This design comes from an exercise in tuning for small area on the open sky130 flow, not from production work. The RTL was checked by simulation tests, not by an equivalence proof against the original design. No activity file was given, so power comes from the tool's default toggle rates.

==> flow/design.v <==
module aba_energy (
    input  wire               clk,
    input  wire               rst,
    input  wire               run,
    input  wire               tick,
    input  wire signed [47:0] p1,
    input  wire signed [47:0] p2,
    input  wire signed [47:0] p3,
    input  wire        [47:0] s1,
    input  wire        [47:0] s2,
    input  wire        [47:0] s3,
    input  wire        [39:0] kp1,
    input  wire        [39:0] kp2,
    input  wire        [39:0] kp3,
    input  wire        [47:0] creep_thr,
    input  wire               wr_en,
    input  wire        [2:0]  wr_sel,
    input  wire        [63:0] wr_data,
    input  wire        [2:0]  rd_sel,
    output wire        [63:0] rd_count,
    output wire        [3:0]  dir
);
    reg  [47:0] pq0, pq1, pq2;       
    reg  [1:0]  tq;                  
    reg  [39:0] kr0, kr1, kr2;       
    reg  [2:0]  crp;                 
    reg  [2:0]  pnz;                 
    reg         run_q;
    wire [79:0] kk1 = {kp2, kp2};
    wire [79:0] kk2 = {kp3, kp3};
    wire        lt1, lt2, lt3;
    aba_ltu u_lt1 (.a(s1), .b(creep_thr), .lt(lt1));
    aba_ltu u_lt2 (.a(s2), .b(creep_thr), .lt(lt2));
    aba_ltu u_lt3 (.a(s3), .b(creep_thr), .lt(lt3));
    wire [49:0] msum;
    wire        tstep;
    always @(posedge clk) begin
        if (tick) begin
            pq1   <= p2;
            pq2   <= p3;
            crp   <= {lt3, lt2, lt1};
            pnz   <= {|p3, |p2, |p1};
            run_q <= run;
        end
        if (tick | tstep)
            pq0 <= tick ? p1 : msum[47:0];
        if (tstep)
            tq  <= msum[49:48];
        kr0 <= tick ? kp1 : {kr0[0], kr0[39:1]};
        kr1 <= tick ? kk1[30 +: 40] : {kr1[0], kr1[39:1]};
        kr2 <= tick ? kk2[20 +: 40] : {kr2[0], kr2[39:1]};
    end
    reg         busy;
    reg  [1:0]  ph;                  
    reg  [5:0]  sc;                  
    reg  [2:0]  hc;                  
    reg         flush;               
    wire        tot_ph = (ph == 2'd3);
    wire        mstep  = busy & ~tot_ph & (sc < 6'd40);
    assign      tstep  = busy & ~tot_ph & (sc == 6'd49);
    wire        win    = busy & ~rst & (tot_ph ? (sc < 6'd8) : (sc >= 6'd40) & (sc < 6'd48));
    always @(posedge clk) begin
        if (rst) begin
            busy  <= 1'b0;
            ph    <= 2'd0;
            sc    <= 6'd0;
            hc    <= 3'd0;
            flush <= 1'b1;
        end else begin
            hc <= hc + 3'd1;
            if (hc == 3'd7)
                flush <= 1'b0;
            if (tick) begin
                busy <= 1'b1;
                ph   <= 2'd0;
                sc   <= 6'd0;
            end else if (busy) begin
                if (tot_ph ? (sc == 6'd9) : (sc == 6'd49)) begin
                    sc <= 6'd0;
                    ph <= ph + 2'd1;
                    if (tot_ph)
                        busy <= 1'b0;
                end else begin
                    sc <= sc + 6'd1;
                end
            end
        end
    end
    reg  [47:0] acc;                 
    reg         lsb;                 
    reg         stk;                 
    reg         kpnz;                
    wire [49:0] tot  = {tq, pq0};
    wire        e0   = (ph == 2'd0);
    wire        e1   = (ph == 2'd1);
    wire        e2   = (ph == 2'd2);
    wire        kbit = (e0 & kr0[0]) | (e1 & kr1[0]) | (e2 & kr2[0]);
    wire        crs  = (e0 & crp[0]) | (e1 & crp[1]) | (e2 & crp[2]);
    wire        nzs  = (e0 & pnz[0]) | (e1 & pnz[1]) | (e2 & pnz[2]);
    wire        neg  = (e0 & pq0[47]) | (e1 & pq1[47]) | (e2 & pq2[47]);
    wire        kg   = mstep & kbit & ~crs;
    wire        rup  = lsb & stk;    
    wire        y0   = (kg & e0) | (tstep & ~e0);
    wire        y1   = kg & e1;
    wire        y2   = kg & e2;
    wire [47:0] ylo  = ({48{y0}} & pq0) | ({48{y1}} & pq1) | ({48{y2}} & pq2);
    wire [1:0]  yhi  = ({2{kg}} & {2{neg}}) | ({2{tstep & ~e0}} & tq);
    wire        xclr = mstep & (sc == 6'd0);
    wire [47:0] xa   = acc & {48{~xclr}};
    wire [49:0] mx   = {{2{xa[47]}}, xa};
    wire [49:0] my   = {yhi, ylo};
    wire        mc   = tstep & (neg ? rup : lsb);
    aba_add50 u_madd (.a(mx), .b(my), .ci(mc), .s(msum));
    always @(posedge clk) begin
        if (mstep) begin
            acc  <= msum[48:1];
            lsb  <= msum[0];
            stk  <= ~xclr & (stk | lsb);
            kpnz <= (~xclr & kpnz) | kg;
        end
    end
    reg  [63:0] cnt0, cnt1, cnt2, cnt3, cnt4, cnt5, cnt6, cnt7;
    reg  [31:0] res [0:7];           
    reg  [3:0]  dir_q;
    wire        tneg   = tq[1];
    wire        tnz    = |tot;
    wire        rsgn   = tot_ph ? tneg : neg;
    wire [2:0]  target = {ph, rsgn};
    wire        upd    = win & (hc == target) & run_q &
                         (tot_ph ? tnz : (nzs & ~crs & kpnz));
    wire [2:0]  sel = busy ? target : rd_sel;
    wire [7:0]  oh  = rst ? 8'd0 : (8'd1 << sel);
    wire [63:0] rdm = ({64{oh[0]}} & cnt0) | ({64{oh[1]}} & cnt1) |
                      ({64{oh[2]}} & cnt2) | ({64{oh[3]}} & cnt3) |
                      ({64{oh[4]}} & cnt4) | ({64{oh[5]}} & cnt5) |
                      ({64{oh[6]}} & cnt6) | ({64{oh[7]}} & cnt7);
    reg         u2, u3, c32q, c64q;
    wire        u1  = upd;
    wire        u2g = u2 & ~rst;
    wire [49:0] rbv = tot_ph ? tot : {2'b00, acc};
    wire [49:0] rbx = rbv ^ {{2{tot_ph & tneg}}, {48{rsgn}}};
    wire [49:0] rb  = {rbx[49:32] & {18{u2g}}, rbx[31:0] & {32{u1}}};
    wire        rc  = u1 & (tot_ph ? tneg : (neg ? ~rup : lsb));
    wire [31:0] sum1, sum2, sum3;
    wire        co1, co2, co3;
    aba_rca #(.W(32), .F(32)) u_r1 (.a(res[0]), .b(rb[31:0]), .ci(rc),
                                    .s(sum1), .co(co1));
    aba_rca #(.W(32), .F(18)) u_r2 (.a(rdm[31:0]), .b({14'd0, rb[49:32]}),
                                    .ci(c32q & u2g), .s(sum2), .co(co2));
    aba_rca #(.W(32), .F(0))  u_r3 (.a(rdm[63:32]), .b(32'd0),
                                    .ci(c64q & u3 & ~rst), .s(sum3), .co(co3));
    always @(posedge clk) begin
        u2   <= u1 & ~rst;
        u3   <= u2 & ~rst;
        c32q <= co1;
        c64q <= co2;
    end
    wire        wr_act = wr_en & ~run & ~rst;
    wire [63:0] bus = wr_act ? wr_data : {sum3, sum2};
    wire [7:0]  en_lo, en_hi;
    genvar g;
    generate
        for (g = 0; g < 8; g = g + 1) begin : g_en
            wire wr_g = rst | (wr_act & (wr_sel == g));
            assign en_lo[g] = wr_g | (u2 & (target == g));
            assign en_hi[g] = wr_g | (u3 & (target == g));
        end
    endgenerate
    always @(posedge clk) begin
        if (en_lo[0]) cnt0[31:0] <= bus[31:0];
        if (en_lo[1]) cnt1[31:0] <= bus[31:0];
        if (en_lo[2]) cnt2[31:0] <= bus[31:0];
        if (en_lo[3]) cnt3[31:0] <= bus[31:0];
        if (en_lo[4]) cnt4[31:0] <= bus[31:0];
        if (en_lo[5]) cnt5[31:0] <= bus[31:0];
        if (en_lo[6]) cnt6[31:0] <= bus[31:0];
        if (en_lo[7]) cnt7[31:0] <= bus[31:0];
        if (en_hi[0]) cnt0[63:32] <= bus[63:32];
        if (en_hi[1]) cnt1[63:32] <= bus[63:32];
        if (en_hi[2]) cnt2[63:32] <= bus[63:32];
        if (en_hi[3]) cnt3[63:32] <= bus[63:32];
        if (en_hi[4]) cnt4[63:32] <= bus[63:32];
        if (en_hi[5]) cnt5[63:32] <= bus[63:32];
        if (en_hi[6]) cnt6[63:32] <= bus[63:32];
        if (en_hi[7]) cnt7[63:32] <= bus[63:32];
    end
    integer i;
    always @(posedge clk) begin
        for (i = 0; i < 7; i = i + 1)
            res[i] <= res[i + 1];
        res[7] <= sum1 & {32{~flush}};
    end
    always @(posedge clk) begin
        if (rst)
            dir_q <= 4'd0;
        else if (tstep & nzs)
            dir_q[ph] <= neg;
        else if (busy & tot_ph & (sc == 6'd0) & tnz)
            dir_q[3] <= tneg;
    end
    assign rd_count = rdm;
    assign dir      = dir_q;
endmodule
module aba_rca #(parameter W = 8, parameter F = 8) (
    input  wire [W-1:0] a,
    input  wire [W-1:0] b,
    input  wire         ci,
    output wire [W-1:0] s,
    output wire         co
);
    wire [W:0] c;
    assign c[0] = ci;
    genvar i;
    generate
        for (i = 0; i < W; i = i + 1) begin : g_bit
            if (i < F) begin : g_fa
                assign s[i]     = a[i] ^ b[i] ^ c[i];
                assign c[i + 1] = (a[i] & b[i]) | (c[i] & (a[i] ^ b[i]));
            end else begin : g_ha
                assign s[i]     = a[i] ^ c[i];
                assign c[i + 1] = a[i] & c[i];
            end
        end
    endgenerate
    assign co = c[W];
endmodule
module aba_add50 (
    input  wire [49:0] a,
    input  wire [49:0] b,
    input  wire        ci,
    output wire [49:0] s
);
    wire [29:0] sl;
    wire [19:0] h0, h1;
    wire        cl, n0, n1;
    aba_rca #(.W(30), .F(30)) u_lo (.a(a[29:0]), .b(b[29:0]), .ci(ci), .s(sl), .co(cl));
    aba_rca #(.W(20), .F(20)) u_h0 (.a(a[49:30]), .b(b[49:30]), .ci(1'b0), .s(h0), .co(n0));
    aba_rca #(.W(20), .F(20)) u_h1 (.a(a[49:30]), .b(b[49:30]), .ci(1'b1), .s(h1), .co(n1));
    assign s = {(h1 & {20{cl}}) | (h0 & {20{~cl}}), sl};
endmodule
module aba_ltu (
    input  wire [47:0] a,
    input  wire [47:0] b,
    output wire        lt
);
    wire [48:0] br;
    assign br[0] = 1'b0;
    genvar i;
    generate
        for (i = 0; i < 48; i = i + 1) begin : g_bit
            assign br[i + 1] = (~a[i] & b[i]) | (~a[i] & br[i]) | (b[i] & br[i]);
        end
    endgenerate
    assign lt = br[48];
endmodule
==> flow/flow/run.sh <==
#!/bin/bash
# Layout flow: the standard ORFS flow (standard.sh), with two changes:
#  - synthesis: the technology mapping of the combinational logic by ABC
#    uses an area-oriented script (flow/abc_area.script) instead of ORFS's
#    speed script; registers, their names and cells, flattening and
#    renaming are those of the standard synthesis;
#  - placement: every input and output port still gets its own buffer,
#    but a plain sky130_fd_sc_hd__buf_1 instead of the default cell;
#  - CTS: no dummy loads; leaf clusters and buffer as set below.
# Floorplan, placement, CTS and routing are otherwise the standard flow.
set -euo pipefail
W=$(cd "$(dirname "$0")/.." && pwd)
cat > "$W/area_synth.tcl" <<EOT
proc abc {args} {
  set i [lsearch \$args -script]
  if {\$i >= 0} { lset args [expr {\$i + 1}] {$W/flow/abc_area.script} }
  yosys abc {*}\$args
}
source {$W/synth_recipe.tcl}
EOT
sed "s#SYNTH_SCRIPT=[^ ]*#SYNTH_SCRIPT=$W/area_synth.tcl#" "$W/standard.sh" > "$W/area_standard.sh"
grep -q "SYNTH_SCRIPT=$W/area_synth.tcl" "$W/area_standard.sh"
export BUFFER_PORTS_ARGS="-buffer_cell sky130_fd_sc_hd__buf_1"
export CTS_ARGS="-sink_clustering_enable -repair_clock_nets -dont_use_dummy_load -buf_list sky130_fd_sc_hd__clkbuf_4 -sink_clustering_size 10 -sink_clustering_max_diameter 40"
bash "$W/area_standard.sh" > "$W/flow_make.log" 2>&1
==> flow/flow/abc_area.script <==
strash
&get -n
&fraig -x
&put
scorr
dc2
strash
&get -n
&dch -f
&nf -a
&put
==> flow/standard.sh <==
#!/bin/bash
# synth_recipe.tcl (not shown) runs the flow's synth.tcl, then flattens the netlist and writes it again
# the make line also repeats each setting of config.mk as NAME=value (left out here)
make -C /OpenROAD-flow-scripts/flow DESIGN_CONFIG=/design/flow/config.mk WORK_HOME=/design/flow/orfs CLKGATE_MAP_FILE= SYNTH_SCRIPT=/design/flow/synth_recipe.tcl "${@:-finish}"
==> flow/config.mk <==
export PLATFORM = sky130hd
export DESIGN_NAME = aba_energy
export DESIGN_NICKNAME = aba_energy
export VERILOG_FILES = /design/flow/design.v
export SDC_FILE = /design/flow/constraint.sdc
export NUM_CORES = 4
export LEC_CHECK = 0
export CAP_MARGIN = 0
export CORE_MARGIN = 2
export CORE_UTILIZATION = 70
export CTS_BUF_LIST = sky130_fd_sc_hd__clkbuf_4
export SLEW_MARGIN = 0
==> flow/constraint.sdc <==
create_clock -name core_clock -period 20.0 [get_ports {clk}]
set_input_delay 4.0000 -clock core_clock [delete_from_list [all_inputs] [get_ports {clk}]]
set_output_delay 4.0000 -clock core_clock [all_outputs]
set_load 0.01 [all_outputs]
==> summary.txt, run 1 <==
Post-Syn Area per Cell: 15.7 µm²
maximum clock frequency: 53.9 MHz
post-route setup TNS: 0 ns
clk slew on worst S/H paths: 0.10 ns
Final nets: 4195
First-pass DRT Iterations: 9
R2R depth: 42
CP Capture Type: flop
Final Setup Violations: 0
hold buffers post-CTS: 0
R2R Setup Slk: 1.45 ns
Rel. slew slack: 15.9%
post-route ant nets: 0
Vert. Die Dim: 251 µm
number of port buffers: 598
HPWL Detailed: 79200 µm
Mapped Cells: 2707
status: timing/DRC/antenna clean
hold crit path type: reg2reg
sequential element share of the synthesized area: 69.1%
H-tree depth: 4
Critical Path AT: 19.22 ns
Final Hold Slack: 0.256 ns
Distinct cells, synth: 51
Peak VDD IR: 0.0794 mV
Final Hold Viols: 0
Pleak: 16.4 nW
number of global-route vias before repair: 28700
post-cts gate resize count: 0
Layout area overhead: 11.2%
clk root buf: clkbuf_4
syn_nets: 3413
Tcrit/Tclk final: 92.7%
Remaining Overflow, GRT: 0
Hold Path Depth: 0
reg2reg start: ph[1]
Synth Cell Area: 42600 µm²
Vias: 28400
IO Pins: 599
Row Count: 90
Num CTS Buffers: 141
CP peak stage delay: 0.69 ns
worst hold path startpoint: res[6][1]
reg2reg end: pq0[40]
largest net degree at the start of global routing: 186
clk_skew: 0.0937 ns
first-pass GRT wire length: 170000 µm
Hold EP: res[5][1]
Worst EP required: 20.68 ns
drt wl/cell: 26.8 µm
MaxCap Viol Count: 0
post-CTS setup buffer count: 0
post-synthesis async set-or-reset flop share: 0%
Clock Path Buffers: 3
CTS tree: yes
initial antenna violation count: 21
share of cells above drive strength 1: 5.68%
RSZ-0062 raised after global routing: no
DRC viols: 0
average vias per placed instance: 6.60
slew at the pin closest to its max-slew limit: 1.25 ns
die width: 251 µm
Primary FF master, synth: edfxtp_1
initial drt markers: 3808
crit path kind: reg2reg
Max Fanout on Critical Path: 53
most frequent CP cell: fa_1
warnings from Yosys: 3
routability cong.: 0.944
EDFF count, synth: 716
Core ar.: 60200 µm²
#FFs+latches synth: 1113
max-slew violations: 0
final period demand of the worst path: 18.55 ns
clock sinks: 1113
total global-route track usage: 36.7%
slowest CP cell: nor3b_1
CP Launch Type: flop
overall routed net length: 115000 µm
Pwr Density: 88.2 nW/µm²
full die area: 62900 µm²
clk latency of the worst-skew pair: 1.00 ns
Initial Util: 70.7%
state kept, by name, indices dropped and copies added, names as in the netlist, 48 cells and up:
register  flops
acc          48
cnt0         64
cnt1         64
cnt2         64
cnt3         64
cnt4         64
cnt5         64
cnt6         64
cnt7         64
pq0          48
pq1          48
pq2          48
res         256
cell usage after synthesis (37+ instances only):
library cell,count,share of area [%]
a222oi_1,171,4.0
ha_1,60,1.8
a22oi_1,112,2.0
mux2i_1,67,1.6
fa_1,115,5.4
o22ai_1,47,0.69
o21ai_0,69,0.81
clkinv_1,139,1.2
xnor2_1,37,0.76
nor4_1,50,0.73
nand3_1,60,0.70
edfxtp_1,716,50
mux2_1,200,5.3
dfxtp_1,397,19
nand2_1,181,1.6
nor2_1,54,0.48
kinds of logic after synthesis:
kind of cell,synth area share [%]
AO/OA/AOI/OAI,10.1
XOR/XNOR,0.822
adder cells (fa/ha/maj),7.17
buffers and inverters,1.22
flip-flops,69.1
multiplexers,6.86
AND/OR/NAND/NOR,4.73
cells in the final DEF, fill, tap and decap left out, types with 9 or more instances in the layout:
cell         n
a21oi_1     31
a221oi_1     9
a222oi_1   171
a22o_1      12
a22oi_1    112
a2bb2oi_1   11
buf_1      597
buf_4       40
clkbuf_4   142
clkinv_1   139
dfxtp_1    397
diode_2     25
edfxtp_1   716
fa_1       115
ha_1        59
mux2_1     200
mux2i_1     67
nand2_1    180
nand2b_1    10
nand3_1     60
nand4_1     26
nor2_1      50
nor2b_1     14
nor3_1      10
nor4_1      50
o21a_1      27
o21ai_0     68
o22a_1      11
o22ai_1     47
xnor2_1     37
routing by layer:
| layer | wire [µm] | share of wire [%] | GRT usage (%) | vias up |
|---|---|---|---|---|
| met5 | 41 | 0.036 | 0 | - |
| met4 | 5980 | 5.2 | 19.3 | 6 |
| met3 | 11300 | 9.8 | 7.60 | 299 |
| met2 | 57700 | 50 | 61.1 | 1853 |
| met1 | 40300 | 35 | 45.8 | 13900 |
| li1 | - | - | - | 12300 |
critical path, delay by kind of cell, from the launching register on:
kind / cells / cell delay (ns)
DFF: 1 / 0.55
buffers and inverters: 5 / 1.58
AOI/OAI and AO/OA: 2 / 0.49
and+or+nand+nor: 2 / 0.91
muxes: 2 / 0.49
adders and majority gates: 31 / 14.18
how the worst max path moves through the flow:
stage / start / endpoint / slack, ns / cells past startpoint
after floorplan: ph[1] / pq0[30] / 0.53 / 39
after global placement: rst / res[7][31] / 0.96 / 42
after detailed placement: rst / res[7][31] / 0.78 / 42
after CTS: ph[1] / pq0[40] / 1.46 / 42
after global routing: busy / pq0[41] / 0.70 / 42
final: ph[1] / pq0[40] / 1.45 / 42
stage by stage:
step                setup slack [ns]  total power [mW]  instance area [µm²]  util (%)  cells
floorplan                      0.529              3.01                42600         -   2707
global placement               0.963              3.20                46300      76.8   4128
detailed placement             0.776              3.23                46300      76.8   4128
CTS                             1.46              4.19                47300      78.5   4269
global route                   0.697              4.33                47400      78.6   4289
finish                          1.45              4.18                47400      78.6   4294
power breakdown:
group          leakage, nW  switching [mW]  total (mW)  internal, mW
clock                0.649           0.669       0.995         0.325
sequential            10.5          0.0682        2.75          2.68
combinational         5.25           0.286       0.434         0.148
total                 16.4            1.02        4.18          3.16
final cells by class:
type,instances,area (µm²)
tap,782,978
fill,3598,12900
antenna,25,62.6
inverter,139,522
sequential,1113,29400
timing repair buffer,639,2570
multi-input combinational,1455,12700
clock buffer,141,1060
==> run 2: changes to the inputs <==
--- a/flow/config.mk
+++ b/flow/config.mk
@@ -7,6 +7,6 @@
 export LEC_CHECK = 0
 export CAP_MARGIN = 0
 export CORE_MARGIN = 2
-export CORE_UTILIZATION = 70
+export CORE_UTILIZATION = 60
 export CTS_BUF_LIST = sky130_fd_sc_hd__clkbuf_4
 export SLEW_MARGIN = 0
==> run 2 against run 1 <==
Compared with the run above: still clean; cell area grew 0.58%; die area increased by 16%; register-to-register slack improved by 0.02 ns.
==> summary.txt, run 2 <==
largest register by flop count: res
post-synthesis mux area share: 6.86%
Final Cell Area: 47700 µm²
Rel. slew slack: 24.1%
CTS tree: yes
Hold EP: res[6][29]
share of cells above drive strength 1: 6.06%
Final Setup Violations: 0
overall routed net length: 116000 µm
RSZ-0062 raised after global routing: no
clk latency of the worst-skew pair: 1.04 ns
CP Capture Type: flop
Row Count: 97
Distinct cells, synth: 51
warnings from Yosys: 3
average vias per placed instance: 6.25
post-route ant nets: 0
routability cong.: 0.964
H-tree depth: 4
clk_skew: 0.103 ns
final period demand of the worst path: 18.53 ns
Finished Layout Cells: 4465
Vias: 27900
dpl ws: 0.895 ns
MaxCap Viol Count: 0
Clock Path Buffers: 3
Num CTS Buffers: 148
Primary FF master, synth: edfxtp_1
clk root buf: clkbuf_4
first-pass GRT wire length: 172000 µm
Hold Path Depth: 0
Remaining Overflow, GRT: 0
FILL cells: 5141
most frequent CP cell: fa_1
placed cell areas: 46500 µm²
Core ar.: 70100 µm²
crit path kind: reg2reg
number of port buffers: 598
Critical Path AT: 19.21 ns
CP Launch Type: flop
clock share of power: 24.3%
Vert. Die Dim: 270 µm
clock sinks: 1113
count leader, synth: edfxtp_1
adder-cell share of the synthesized area: 7.17%
largest family of logic cells by synthesized area: compound AO/OA/AOI/OAI gates
hold buffers post-CTS: 0
CP peak stage delay: 0.77 ns
Final WS setup: 1.47 ns
number of global-route vias before repair: 28600
Placed Cells: 4292
initial drt markers: 3215
reg2reg end: tq[1]
leading area contributor after synthesis: edfxtp_1
simple-gate share of the synthesized area: 4.73%
status: timing/DRC/antenna clean
Pwr Density: 88.1 nW/µm²
R2R Setup Slk: 1.47 ns
Initial Util: 60.7%
post-cts gate resize count: 0
reg2reg start: ph[0]
clk slew on worst S/H paths: 0.09 ns
Final nets: 4208
Largest register FFs: 256
Final Hold Viols: 0
Synth Cell Area: 42600 µm²
R2R depth: 44
Synth top cells by count: 716 x edfxtp_1, 397 x dfxtp_1, 200 x mux2_1
post-synthesis async set-or-reset flop share: 0%
slew at the pin closest to its max-slew limit: 1.14 ns
sequential element share of the synthesized area: 69.1%
Worst EP required: 20.68 ns
First-pass DRT Iterations: 9
full die area: 73200 µm²
slowest CP cell: dfxtp_1
drt wl/cell: 26.0 µm
sw power: 1.02 mW
Layout area overhead: 11.8%
initial antenna violation count: 31
HPWL Detailed: 79700 µm
sequential share of power: 65.5%
Post-Syn Area per Cell: 15.7 µm²
Pleak: 16.4 nW
#FFs+latches synth: 1113
internal power: 3.17 mW
Max Fanout on Critical Path: 47
EDFF count, synth: 716
IO Pins: 599
die width: 270 µm
hold crit path type: reg2reg
Peak VDD IR: 0.0513 mV
worst hold path startpoint: res[7][29]
max-slew violations: 0
maximum clock frequency: 54.0 MHz
Synth area leaders: edfxtp_1 50%, dfxtp_1 19%, fa_1 5.4%
largest net degree at the start of global routing: 87
DRC viols: 0
post-route setup TNS: 0 ns
most common cell after layout, fill and taps aside: edfxtp_1
Mapped Cells: 2707
Tcrit/Tclk final: 92.6%
logic gate share of total power: 10.2%
total global-route track usage: 31.5%
syn_nets: 3413
post-CTS setup buffer count: 0
xor/xnor share of the synthesized area: 0.822%
leading cell types in the layout, fill and taps excluded: 716 x edfxtp_1, 597 x buf_1, 397 x dfxtp_1
Synth Area in Compound Gates: 10.1%
Switching Share: 24.4%
top-area cell type share of the netlist area: 50.5%
==> run 2: cells by family after synthesis <==
group | after synthesis
DFF | 1113
AOI/OAI and AO/OA | 544
and+or+nand+nor | 429
muxes | 267
adders and majority gates | 175
buffers and inverters | 139
xor gates and xnor gates | 40
==> run 2: worst max path at each step <==
stage	from	endpoint	slack, ns	depth (start not counted)
2_1_floorplan	ph[1]	pq0[30]	0.53	39
3_3_place_gp	rst	res[7][31]	0.96	42
3_5_place_dp	rst	res[7][31]	0.89	42
4_1_cts	ph[0]	tq[1]	1.47	44
5_1_grt	ph[0]	tq[1]	0.76	44
6_report	ph[0]	tq[1]	1.47	44
==> run 2: worst max-delay path, delay by kind of cell, from the launching register on <==
| kind | cells | cell delay [ns] |
|---|---|---|
| adder cells (fa/ha/maj) | 31 | 14.16 |
| AND/OR/NAND/NOR | 3 | 0.90 |
| flip-flops | 1 | 0.77 |
| XOR/XNOR | 2 | 0.26 |
| AO/OA/AOI/OAI | 2 | 0.39 |
| multiplexers | 1 | 0.28 |
| buffers and inverters | 5 | 1.46 |
==> run 2: layout make-up <==
cell class | instances | area [µm²] | share of cell area, %
repair buffers | 645 | 2600 | 5.46
inverters | 139 | 522 | 1.09
diodes | 25 | 62.6 | 0.131
well taps | 940 | 1180 | 2.47
clock buffers | 148 | 1110 | 2.33
flip-flops and latches | 1113 | 29400 | 61.8
multi-input cells | 1455 | 12700 | 26.7
==> run 2: layer usage <==
metal	routed length [µm]	part of all wire [%]	up-vias	GRT usage, %
li1	-	-	12300	-
met5	32	0.028	-	0
met4	4100	3.5	6	12.7
met1	43800	38	13900	40.4
met2	58200	50	1456	52.9
met3	9980	8.6	250	6.38
==> run 2: power groups by stage <==
stage                     clock (mW)  combinational [mW]  sequential, mW
after floorplan                    0               0.240            2.77
after global placement             0               0.413            2.79
after detailed placement           0               0.427            2.80
after CTS                       1.04               0.429            2.75
after global routing            1.13               0.470            2.76
final                           1.02               0.428            2.75
==> run 2: metrics by stage <==
step,hold slack (ns),power [mW],utilization (%)
floorplan,0.310,3.01,-
global placement,0.310,3.20,66.3
detailed placement,0.312,3.23,66.3
CTS,0.307,4.22,67.8
global route,0.299,4.36,67.9
finish,0.291,4.20,67.9
==> run 3: changes to the inputs <==
--- a/flow/design.v
+++ b/flow/design.v
@@ -24,7 +24,6 @@
     reg  [1:0]  tq;                  
     reg  [39:0] kr0, kr1, kr2;       
     reg  [2:0]  crp;                 
-    reg  [2:0]  pnz;                 
     reg         run_q;
     wire [79:0] kk1 = {kp2, kp2};
     wire [79:0] kk2 = {kp3, kp3};
@@ -39,7 +38,6 @@
             pq1   <= p2;
             pq2   <= p3;
             crp   <= {lt3, lt2, lt1};
-            pnz   <= {|p3, |p2, |p1};
             run_q <= run;
         end
         if (tick | tstep)
@@ -58,7 +56,8 @@
     wire        tot_ph = (ph == 2'd3);
     wire        mstep  = busy & ~tot_ph & (sc < 6'd40);
     assign      tstep  = busy & ~tot_ph & (sc == 6'd49);
-    wire        win    = busy & ~rst & (tot_ph ? (sc < 6'd8) : (sc >= 6'd40) & (sc < 6'd48));
+    wire        win    = busy & ~rst & (tot_ph ? (sc >= 6'd1) & (sc < 6'd9)
+                                            : (sc >= 6'd40) & (sc < 6'd48));
     always @(posedge clk) begin
         if (rst) begin
             busy  <= 1'b0;
@@ -75,7 +74,7 @@
                 ph   <= 2'd0;
                 sc   <= 6'd0;
             end else if (busy) begin
-                if (tot_ph ? (sc == 6'd9) : (sc == 6'd49)) begin
+                if (tot_ph ? (sc == 6'd10) : (sc == 6'd49)) begin
                     sc <= 6'd0;
                     ph <= ph + 2'd1;
                     if (tot_ph)
@@ -90,19 +89,20 @@
     reg         lsb;                 
     reg         stk;                 
     reg         kpnz;                
+    reg         pnz;                 
     wire [49:0] tot  = {tq, pq0};
     wire        e0   = (ph == 2'd0);
     wire        e1   = (ph == 2'd1);
     wire        e2   = (ph == 2'd2);
     wire        kbit = (e0 & kr0[0]) | (e1 & kr1[0]) | (e2 & kr2[0]);
     wire        crs  = (e0 & crp[0]) | (e1 & crp[1]) | (e2 & crp[2]);
-    wire        nzs  = (e0 & pnz[0]) | (e1 & pnz[1]) | (e2 & pnz[2]);
     wire        neg  = (e0 & pq0[47]) | (e1 & pq1[47]) | (e2 & pq2[47]);
     wire        kg   = mstep & kbit & ~crs;
     wire        rup  = lsb & stk;    
-    wire        y0   = (kg & e0) | (tstep & ~e0);
-    wire        y1   = kg & e1;
-    wire        y2   = kg & e2;
+    wire        zchk = busy & (tot_ph ? (sc == 6'd0) : (sc == 6'd40));
+    wire        y0   = (kg & e0) | (tstep & ~e0) | (zchk & (e0 | tot_ph));
+    wire        y1   = (kg | zchk) & e1;
+    wire        y2   = (kg | zchk) & e2;
     wire [47:0] ylo  = ({48{y0}} & pq0) | ({48{y1}} & pq1) | ({48{y2}} & pq2);
     wire [1:0]  yhi  = ({2{kg}} & {2{neg}}) | ({2{tstep & ~e0}} & tq);
     wire        xclr = mstep & (sc == 6'd0);
@@ -118,16 +118,17 @@
             stk  <= ~xclr & (stk | lsb);
             kpnz <= (~xclr & kpnz) | kg;
         end
+        if (zchk)
+            pnz  <= (|ylo) | (tot_ph & (|tq));
     end
     reg  [63:0] cnt0, cnt1, cnt2, cnt3, cnt4, cnt5, cnt6, cnt7;
     reg  [31:0] res [0:7];           
     reg  [3:0]  dir_q;
     wire        tneg   = tq[1];
-    wire        tnz    = |tot;
     wire        rsgn   = tot_ph ? tneg : neg;
     wire [2:0]  target = {ph, rsgn};
     wire        upd    = win & (hc == target) & run_q &
-                         (tot_ph ? tnz : (nzs & ~crs & kpnz));
+                         (tot_ph ? pnz : (~crs & kpnz));
     wire [2:0]  sel = busy ? target : rd_sel;
     wire [7:0]  oh  = rst ? 8'd0 : (8'd1 << sel);
     wire [63:0] rdm = ({64{oh[0]}} & cnt0) | ({64{oh[1]}} & cnt1) |
@@ -193,9 +194,9 @@
     always @(posedge clk) begin
         if (rst)
             dir_q <= 4'd0;
-        else if (tstep & nzs)
+        else if (tstep & pnz)
             dir_q[ph] <= neg;
-        else if (busy & tot_ph & (sc == 6'd0) & tnz)
+        else if (busy & tot_ph & (sc == 6'd1) & pnz)
             dir_q[3] <= tneg;
     end
     assign rd_count = rdm;
--- a/flow/config.mk
+++ b/flow/config.mk
@@ -7,6 +7,7 @@
 export LEC_CHECK = 0
 export CAP_MARGIN = 0
 export CORE_MARGIN = 2
-export CORE_UTILIZATION = 60
+export CORE_UTILIZATION = 70
 export CTS_BUF_LIST = sky130_fd_sc_hd__clkbuf_4
+export GPL_TIMING_DRIVEN = 0
 export SLEW_MARGIN = 0
==> run 3 against run 2 <==
Compared with the run above: cell area is 1.4% higher; first-iteration DRC count is 26% higher; utilization is 12 points higher; sequential power hardly changed; cell count is 2.8% lower; synthesized area is 0.59% lower; critical endpoint is now pq0[38].
==> summary.txt, run 3 <==
met2 usage: 61.7%
Pwr Density: 87.1 nW/µm²
most frequent CP cell: fa_1
Final Setup Violations: 0
top-area cell type share of the netlist area: 50.6%
sw power: 1.04 mW
power after layout: 4.21 mW
routability cong.: 0.962
max-slew violations: 0
CP Launch Type: flop
grt met1 use: 49.5%
Peak VDD IR: 0.0739 mV
Synth area leaders: edfxtp_1 51%, dfxtp_1 19%, fa_1 5.4%
slew at the pin closest to its max-slew limit: 1.28 ns
Vert. Die Dim: 250 µm
Initial Util: 70.4%
EDFF count, synth: 714
initial drt markers: 4055
first-pass GRT wire length: 175000 µm
Finished Layout Cells: 4338
Switching Share: 24.7%
Final nets: 4232
Synth top cells by count: 714 x edfxtp_1, 397 x dfxtp_1, 204 x mux2_1
slowest CP cell: fa_1
R2R Setup Slk: 0.59 ns
Max Fanout on Critical Path: 21
logic gate share of total power: 11.0%
CTS tree: yes
Final Cell Area: 48300 µm²
leading area contributor after synthesis: edfxtp_1
Pleak: 17.0 nW
Synth Cell Area: 42400 µm²
Distinct cells, synth: 44
MaxCap Viol Count: 0
placed cell areas: 47200 µm²
clk root buf: clkbuf_4
full die area: 62500 µm²
#FFs+latches synth: 1111
overall routed net length: 119000 µm
crit path kind: reg2reg
clk latency of the worst-skew pair: 1.04 ns
number of global-route vias before repair: 29000
Layout Utilization: 80.4%
clk_skew: 0.0972 ns
RSZ-0062 raised after global routing: no
Post-Syn Area per Cell: 15.7 µm²
clock sinks: 1111
Clock Path Buffers: 3
post-route ant nets: 0
Placed Cells: 4164
Most Crowded Layer GR: met2
internal power: 3.17 mW
Rel. slew slack: 14.4%
sequential element share of the synthesized area: 69.4%
leading cell types in the layout, fill and taps excluded: 714 x edfxtp_1, 596 x buf_1, 395 x dfxtp_1
average vias per placed instance: 6.59
maximum clock frequency: 51.5 MHz
post-synthesis async set-or-reset flop share: 0%
IO Pins: 599
drt wl/cell: 27.4 µm
Row Count: 90
Layout area overhead: 14.1%
largest net degree at the start of global routing: 49
Vias: 28600
warnings from Yosys: 3
final period demand of the worst path: 19.41 ns
share of cells above drive strength 1: 8.32%
total global-route track usage: 38.1%
most common cell after layout, fill and taps aside: edfxtp_1
status: timing/DRC/antenna clean
post-route setup TNS: 0 ns
Final Hold Viols: 0
hold crit path type: reg2reg
Core ar.: 60100 µm²
Num CTS Buffers: 140
clk slew on worst S/H paths: 0.10 ns
met3 GRT Util: 8.33%
CP peak stage delay: 0.93 ns
CP Capture Type: flop
count leader, synth: edfxtp_1
initial antenna violation count: 41
Largest register FFs: 256
Tcrit/Tclk final: 97.0%
Critical Path AT: 20.15 ns
DRC viols: 0
sequential share of power: 65.2%
Primary FF master, synth: edfxtp_1
post-CTS setup buffer count: 0
Remaining Overflow, GRT: 0
number of port buffers: 598
Worst EP required: 20.75 ns
largest register by flop count: res
First-pass DRT Iterations: 10
H-tree depth: 4
syn_nets: 3400
die width: 250 µm
Mapped Cells: 2692
HPWL Detailed: 87000 µm
clock share of power: 23.8%
==> run 3: changes by cell type after synthesis, sizes merged, moves of 6 or more <==
cell,change
xnor2,-18
nand2,-13
nand3,+23
clkinv,+10
nor4,-44
o21ai,+22
a222oi,+6
==> run 3: kinds of logic (layout without fill, tap and decap cells) <==
group	after synthesis	after routing	share of synthesized area (%)
flip-flops	1111	1111	69.4
AO/OA/AOI/OAI	558	558	10.2
AND/OR/NAND/NOR	404	404	4.38
multiplexers	270	270	6.98
adder cells (fa/ha/maj)	177	177	7.27
buffers and inverters	149	979	1.32
XOR/XNOR	23	23	0.476
other	0	34	0
==> run 3: worst paths after layout <==
check | startpoint | endpoint | cells after the start
worst max register to register | ph[1] | pq0[38] | 42
worst min register to register | res[3][0] | res[2][0] | 0
worst max-delay path | ph[1] | pq0[38] | 42
worst min-delay path | res[3][0] | res[2][0] | 0
==> run 3: timing repair <==
| action | in CTS | in global routing |
|---|---|---|
| endpoints found under the hold margin | 0 | 0 |
| resized for setup | 0 | 1 |
| hold buffers | 0 | 0 |
| endpoints found under the setup margin | 0 | 21 |
==> run 3: power groups by stage <==
stage,Clock (mW),Sequential (mW),Combinational (mW)
2_1_floorplan,0,2.77,0.239
3_3_place_gp,0,2.79,0.410
3_5_place_dp,0,2.79,0.452
4_1_cts,1.01,2.74,0.455
5_1_grt,1.09,2.76,0.497
6_report,1.00,2.74,0.461
==> run 3: final cells by class <==
type	instances	area [µm²]
flip-flops and latches	1111	29400
fillers	3257	11800
diodes	34	85.1
inverters	149	559
clock buffers	140	1050
repair buffers	690	3650
multi-input cells	1432	12600
well taps	782	978
==> run 3: per-layer routing <==
metal | vias to the layer above | wire, µm
li1 | 12300 | -
met1 | 14000 | 42500
met2 | 1978 | 58000
met3 | 314 | 12600
met4 | 20 | 5470
met5 | - | 127
==> run 3: per-stage QoR <==
stage	hold WS, ns	setup slack [ns]
detailed placement	0.312	-0.0331
global placement	0.312	-5.48
CTS	0.259	0.353
floorplan	0.310	0.0218
global route	0.267	0.0436
finish	0.267	0.594
==> run 3: critical path: cells and delay by family (launching register included) <==
kind / cells / cell delay, ns
AO/OA/AOI/OAI: 2 / 0.79
flip-flops: 1 / 0.90
AND/OR/NAND/NOR: 4 / 1.03
buffers and inverters: 3 / 0.62
multiplexers: 2 / 0.88
adder cells (fa/ha/maj): 31 / 14.91
==> run 4: changes to the inputs <==
--- a/flow/config.mk
+++ b/flow/config.mk
@@ -9,5 +9,4 @@
 export CORE_MARGIN = 2
 export CORE_UTILIZATION = 70
 export CTS_BUF_LIST = sky130_fd_sc_hd__clkbuf_4
-export GPL_TIMING_DRIVEN = 0
 export SLEW_MARGIN = 0
==> run 4 against run 3 <==
Compared with the run above: still clean; global-route usage about the same; via count down 0.90%; utilization down 1.7 points; register-to-register slack better by 1.0 ns; largest power group unchanged.
==> summary.txt, run 4 <==
sequential element share of the synthesized area: 69.4%
CP peak stage delay: 0.72 ns
Peak VDD IR: 0.0659 mV
EDFF count, synth: 714
clk latency of the worst-skew pair: 1.06 ns
total global-route track usage: 38.0%
IO Pins: 599
MaxCap Viol Count: 0
warnings from Yosys: 3
Pwr Density: 88.7 nW/µm²
FILL cells: 3490
dpl ws: 1.59 ns
top-area cell type share of the netlist area: 50.6%
hold buffers post-CTS: 0
slowest CP cell: dfxtp_1
largest family of logic cells by synthesized area: compound AO/OA/AOI/OAI gates
Placed Cells: 4123
number of global-route vias before repair: 28700
Rel. slew slack: 22.5%
adder-cell share of the synthesized area: 7.27%
share of cells above drive strength 1: 6.77%
post-CTS setup buffer count: 0
drt wl/cell: 27.7 µm
crit path kind: reg2reg
hold crit path type: reg2reg
overall routed net length: 119000 µm
Finished Layout Cells: 4301
count leader, synth: edfxtp_1
CP Launch Type: flop
clock sinks: 1111
xor/xnor share of the synthesized area: 0.476%
initial drt markers: 4062
RSZ-0062 raised after global routing: no
Row Count: 90
clk slew on worst S/H paths: 0.10 ns
Tcrit/Tclk final: 92.0%
status: timing/DRC/antenna clean
initial antenna violation count: 34
Num CTS Buffers: 143
leading area contributor after synthesis: edfxtp_1
Largest register FFs: 256
Clock Path Buffers: 3
Layout Utilization: 78.7%
post-cts gate resize count: 0
post-synthesis mux area share: 6.98%
most frequent CP cell: fa_1
clk root buf: clkbuf_4
H-tree depth: 4
Final Setup Violations: 0
first-pass GRT wire length: 175000 µm
#FFs+latches synth: 1111
leading cell types in the layout, fill and taps excluded: 714 x edfxtp_1, 596 x buf_1, 397 x dfxtp_1
clk_skew: 0.160 ns
largest register by flop count: res
post-synthesis async set-or-reset flop share: 0%
Initial Util: 70.4%
simple-gate share of the synthesized area: 4.38%
Remaining Overflow, GRT: 0
Final Cell Area: 47300 µm²
average vias per placed instance: 6.59
full die area: 62500 µm²
Critical Path AT: 19.12 ns
number of port buffers: 598
DRC viols: 0
Synth area leaders: edfxtp_1 51%, dfxtp_1 19%, fa_1 5.4%
Synth top cells by count: 714 x edfxtp_1, 397 x dfxtp_1, 204 x mux2_1
Final WS setup: 1.60 ns
Pleak: 16.5 nW
final period demand of the worst path: 18.40 ns
Synth Cell Area: 42400 µm²
Synth Area in Compound Gates: 10.2%
Mapped Cells: 2692
HPWL Detailed: 81900 µm
CTS tree: yes
maximum clock frequency: 54.3 MHz
Max Fanout on Critical Path: 46
CP Capture Type: flop
largest net degree at the start of global routing: 75
max-slew violations: 0
Worst EP required: 20.72 ns
Core ar.: 60100 µm²
Vert. Die Dim: 250 µm
placed cell areas: 46100 µm²
Final Hold Viols: 0
routability cong.: 0.987
First-pass DRT Iterations: 9
syn_nets: 3400
most common cell after layout, fill and taps aside: edfxtp_1
die width: 250 µm
slew at the pin closest to its max-slew limit: 1.16 ns
Vias: 28300
post-route setup TNS: 0 ns
Distinct cells, synth: 44
Post-Syn Area per Cell: 15.7 µm²
post-route ant nets: 0
Primary FF master, synth: edfxtp_1
Layout area overhead: 11.7%
Final nets: 4194
run 4: layout make-up:
cell class	count	area [µm²]	share of cell area (%)
flip-flops and latches	1111	29400	62.1
multi-input cells	1432	12600	26.6
repair buffers	649	2630	5.56
clock buffers	143	1070	2.27
well taps	782	978	2.07
inverters	149	559	1.18
diodes	35	87.6	0.185
run 4: worst max-delay path, delay by kind of cell (launching register included):
kind	cells	cell delay (ns)
adders and majority gates	30	14.17
buffers and inverters	3	1.21
DFF	1	0.72
AOI/OAI and AO/OA	2	0.69
muxes	2	0.67
and+or+nand+nor	4	0.65
run 4: report_power, final:
group	switching (mW)	internal, mW
combinational	0.292	0.148
clock	0.679	0.329
sequential	0.0662	2.68
run 4: worst paths after layout:
kind | startpoint | end | slack, ns | cells after the start
setup / recovery | ph[0] | pq0[43] | 1.60 | 41
hold / removal | res[5][7] | res[4][7] | 0.29 | 0
setup reg to reg | ph[0] | pq0[43] | 1.60 | 41
hold reg to reg | res[5][7] | res[4][7] | 0.29 | 0
run 4: metrics by stage:
stage          hold slack [ns]  power, mW
6_report                 0.289       4.19
5_1_grt                  0.274       4.34
4_1_cts                  0.275       4.20
3_5_place_dp             0.312       3.23
3_3_place_gp             0.310       3.19
2_1_floorplan            0.310       3.01
run 4: cell families after synthesis:
family | count (synthesis)
adders and majority gates | 177
buffers and inverters | 149
AOI/OAI and AO/OA | 558
and+or+nand+nor | 404
muxes | 270
DFF | 1111
xor gates and xnor gates | 23
run 4: layer usage:
| layer | up-vias | track usage (%) | part of all wire, % |
|---|---|---|---|
| met5 | - | 0 | 0.055 |
| met4 | 10 | 18.6 | 4.5 |
| met3 | 305 | 9.43 | 11 |
| met2 | 2036 | 61.2 | 49 |
| met1 | 13800 | 49.0 | 36 |
| li1 | 12200 | - | - |
==> run 5: changes to the inputs <==
--- a/flow/design.v
+++ b/flow/design.v
@@ -158,32 +158,23 @@
     end
     wire        wr_act = wr_en & ~run & ~rst;
     wire [63:0] bus = wr_act ? wr_data : {sum3, sum2};
-    wire [7:0]  en_lo, en_hi;
+    wire [7:0]  en;
     genvar g;
     generate
         for (g = 0; g < 8; g = g + 1) begin : g_en
-            wire wr_g = rst | (wr_act & (wr_sel == g));
-            assign en_lo[g] = wr_g | (u2 & (target == g));
-            assign en_hi[g] = wr_g | (u3 & (target == g));
+            assign en[g] = rst | (wr_act & (wr_sel == g)) |
+                           ((u2 | u3) & (target == g));
         end
     endgenerate
     always @(posedge clk) begin
-        if (en_lo[0]) cnt0[31:0] <= bus[31:0];
-        if (en_lo[1]) cnt1[31:0] <= bus[31:0];
-        if (en_lo[2]) cnt2[31:0] <= bus[31:0];
-        if (en_lo[3]) cnt3[31:0] <= bus[31:0];
-        if (en_lo[4]) cnt4[31:0] <= bus[31:0];
-        if (en_lo[5]) cnt5[31:0] <= bus[31:0];
-        if (en_lo[6]) cnt6[31:0] <= bus[31:0];
-        if (en_lo[7]) cnt7[31:0] <= bus[31:0];
-        if (en_hi[0]) cnt0[63:32] <= bus[63:32];
-        if (en_hi[1]) cnt1[63:32] <= bus[63:32];
-        if (en_hi[2]) cnt2[63:32] <= bus[63:32];
-        if (en_hi[3]) cnt3[63:32] <= bus[63:32];
-        if (en_hi[4]) cnt4[63:32] <= bus[63:32];
-        if (en_hi[5]) cnt5[63:32] <= bus[63:32];
-        if (en_hi[6]) cnt6[63:32] <= bus[63:32];
-        if (en_hi[7]) cnt7[63:32] <= bus[63:32];
+        if (en[0]) cnt0 <= bus;
+        if (en[1]) cnt1 <= bus;
+        if (en[2]) cnt2 <= bus;
+        if (en[3]) cnt3 <= bus;
+        if (en[4]) cnt4 <= bus;
+        if (en[5]) cnt5 <= bus;
+        if (en[6]) cnt6 <= bus;
+        if (en[7]) cnt7 <= bus;
     end
     integer i;
     always @(posedge clk) begin
==> run 5 against run 4 <==
Compared with the run above: still clean on timing, DRC and antenna; count of clock-buffer cells in the layout down 3; first-iteration DRC count down 9.5%; worst hold slack better by 0.012 ns; clock power about the same; sequential share of layout area up 0.20 points; die area down 0.21%; highest routed layer unchanged.
==> summary.txt, run 5 <==
Peak VDD IR: 0.0621 mV
post-route setup TNS: 0 ns
R2R Setup Slk: 1.76 ns
sequential element share of the synthesized area: 69.5%
Largest register FFs: 256
first-pass GRT wire length: 166000 µm
Core ar.: 60000 µm²
status: timing/DRC/antenna clean
full die area: 62400 µm²
Vert. Die Dim: 250 µm
CTS tree: yes
overall routed net length: 112000 µm
DRC viols: 0
reg2reg start: ph[0]
post-route ant nets: 0
IO Pins: 599
largest net degree at the start of global routing: 190
Layout Utilization: 78.6%
clk root buf: clkbuf_4
Worst Setup SP: ph[0]
Primary FF master, synth: edfxtp_1
Synth area leaders: edfxtp_1 51%, dfxtp_1 19%, fa_1 5.4%
Post-Syn Area per Cell: 15.7 µm²
syn_nets: 3401
internal power: 3.15 mW
Initial Util: 70.4%
Final WS setup: 1.76 ns
Pleak: 16.4 nW
routability cong.: 0.943
First-pass DRT Iterations: 10
WP buf/inv: 3
clock share of power: 23.8%
post-synthesis async set-or-reset flop share: 0%
dpl ws: 0.859 ns
largest register by flop count: res
Pwr Density: 88.5 nW/µm²
post-cts gate resize count: 0
Placed Cells: 4115
max-slew violations: 0
clk latency of the worst-skew pair: 1.06 ns
most common cell after layout, fill and taps aside: edfxtp_1
Final Setup Violations: 0
clk_skew: 0.123 ns
CP Launch Type: flop
Row Count: 90
Clock Path Buffers: 3
CP Capture Type: flop
total global-route track usage: 36.1%
Final nets: 4183
power after layout: 4.17 mW
Critical Path AT: 18.95 ns
Synth top cells by count: 714 x edfxtp_1, 397 x dfxtp_1, 200 x mux2_1
CP peak stage delay: 0.60 ns
warnings from Yosys: 3
sequential share of power: 65.9%
EDFF count, synth: 714
drt wl/cell: 26.1 µm
leading cell types in the layout, fill and taps excluded: 714 x edfxtp_1, 596 x buf_1, 397 x dfxtp_1
Vias: 27800
Worst EP required: 20.71 ns
clk slew on worst S/H paths: 0.09 ns
logic gate share of total power: 10.3%
H-tree depth: 4
Synth Cell Area: 42300 µm²
worst hold path startpoint: res[1][4]
Finished Layout Cells: 4284
initial antenna violation count: 31
RSZ-0062 raised after global routing: no
initial drt markers: 3677
hold buffers post-CTS: 0
average vias per placed instance: 6.48
slowest CP cell: buf_4
Tcrit/Tclk final: 91.2%
sw power: 1.02 mW
Mapped Cells: 2693
maximum clock frequency: 54.8 MHz
Rel. slew slack: 15.3%
post-CTS setup buffer count: 0
die width: 250 µm
count leader, synth: edfxtp_1
most frequent CP cell: fa_1
Crit path max-delay family: adder cells
top-area cell type share of the netlist area: 50.7%
HPWL Detailed: 76100 µm
leading area contributor after synthesis: edfxtp_1
#FFs+latches synth: 1111
Final Hold Viols: 0
Layout area overhead: 11.6%
share of cells above drive strength 1: 6.05%
Num CTS Buffers: 140
Distinct cells, synth: 44
number of port buffers: 598
final period demand of the worst path: 18.24 ns
clock sinks: 1111
Max Fanout on Critical Path: 53
hold crit path type: reg2reg
Switching Share: 24.4%
Remaining Overflow, GRT: 0
number of global-route vias before repair: 28200
crit path kind: reg2reg
MaxCap Viol Count: 0
slew at the pin closest to its max-slew limit: 1.26 ns
==> run 5: cell types whose count changed in the layout (fill, tap and decap cells not counted), sizes merged, moves of 9 or more <==
cell and change:
a22oi -9, buf -9, o21ai +22, xnor2 -13
nand3 +14, nor2 +10, clkinv -10
==> run 5: area by class of cell <==
cell class,count,area (µm²)
sequential,1111,29400
clock buffer,140,1050
multi-input combinational,1443,12600
inverter,139,522
antenna,29,72.6
fill,3527,12900
timing repair buffer,640,2580
tap,782,978
==> run 5: kinds of logic (layout without fill, tap and decap cells) <==
kind of cell / count (synthesis) / after routing / synth area share, %
adder cells (fa/ha/maj): 177 / 177 / 7.28
buffers and inverters: 139 / 919 / 1.23
AO/OA/AOI/OAI: 564 / 564 / 10.2
flip-flops: 1111 / 1111 / 69.5
multiplexers: 269 / 269 / 6.96
XOR/XNOR: 8 / 8 / 0.166
AND/OR/NAND/NOR: 425 / 425 / 4.62
other: 0 / 29 / 0
==> run 5: power by group through the flow <==
stage               combinational [mW]  sequential (mW)  clock, mW
global placement                 0.404             2.79          0
floorplan                        0.236             2.78          0
global route                     0.467             2.77       1.09
finish                           0.430             2.75      0.991
detailed placement               0.425             2.80          0
CTS                              0.427             2.75       1.01
==> run 5: final timing paths <==
path | to | depth (start not counted)
min reg2reg | res[0][4] | 0
min | res[0][4] | 0
max reg2reg | pq0[44] | 41
max | pq0[44] | 41
==> run 5: metal layers <==
| layer | global-route usage, % | vias to the layer above | part of all wire (%) |
|---|---|---|---|
| met3 | 8.21 | 265 | 10 |
| met4 | 16.0 | 6 | 3.8 |
| met2 | 58.5 | 1783 | 49 |
| li1 | - | 12200 | - |
| met1 | 47.4 | 13500 | 36 |
| met5 | 0 | - | 0.030 |
==> run 5: metrics by stage <==
stage / hold WS [ns] / instance area, µm²
floorplan: 0.310 / 42300
global placement: 0.310 / 46000
detailed placement: 0.312 / 46000
CTS: 0.297 / 47100
global route: 0.311 / 47100
finish: 0.301 / 47200

==> static timing again, ports no longer ideal <==
The flow's constraints put no driver on any port. The routed layouts listed below were extracted and timed again, unchanged, in two steps. Step 1 sets driving cells, clkbuf_16 on the clock port and buf_2 on the other inputs (assumed; they add their load-dependent delay and slew). Step 2 times the ports against the registers' clock, not the clock port: input delays grow and output delays shrink by t, the midpoint of the rising clock arrivals with the driver on. Slacks: ideal ports / drivers / drivers and shift; pairs: ideal ports / drivers.
| run | t (ns) | slack for setup (ns) | hold slack, ns | worst slew at a driven data input, ns | pins driven straight from the clock port |
|---|---|---|---|---|---|
| run 1 | 1.030 | 1.453 / 1.453 / 0.826 | 0.256 / 0.256 / 0.256 | 0.12 | 1 |
| run 2 | 1.040 | 1.472 / 1.472 / 0.936 | 0.291 / 0.291 / 0.291 | 0.16 | 1 |
| run 3 | 1.052 | 0.594 / 0.594 / 0.009 | 0.267 / 0.267 / 0.267 | 0.20 | 1 |
| run 4 | 1.042 | 1.597 / 1.597 / 1.480 | 0.289 / 0.289 / 0.289 | 0.20 | 1 |
| run 5 | 1.065 | 1.757 / 1.757 / 0.769 | 0.301 / 0.301 / 0.301 | 0.18 | 1 |
After both steps setup and hold are still met in every run listed. The setup slack of run 5, which loses most, moves by 0.000 ns with the drivers and by -0.988 ns with both steps.
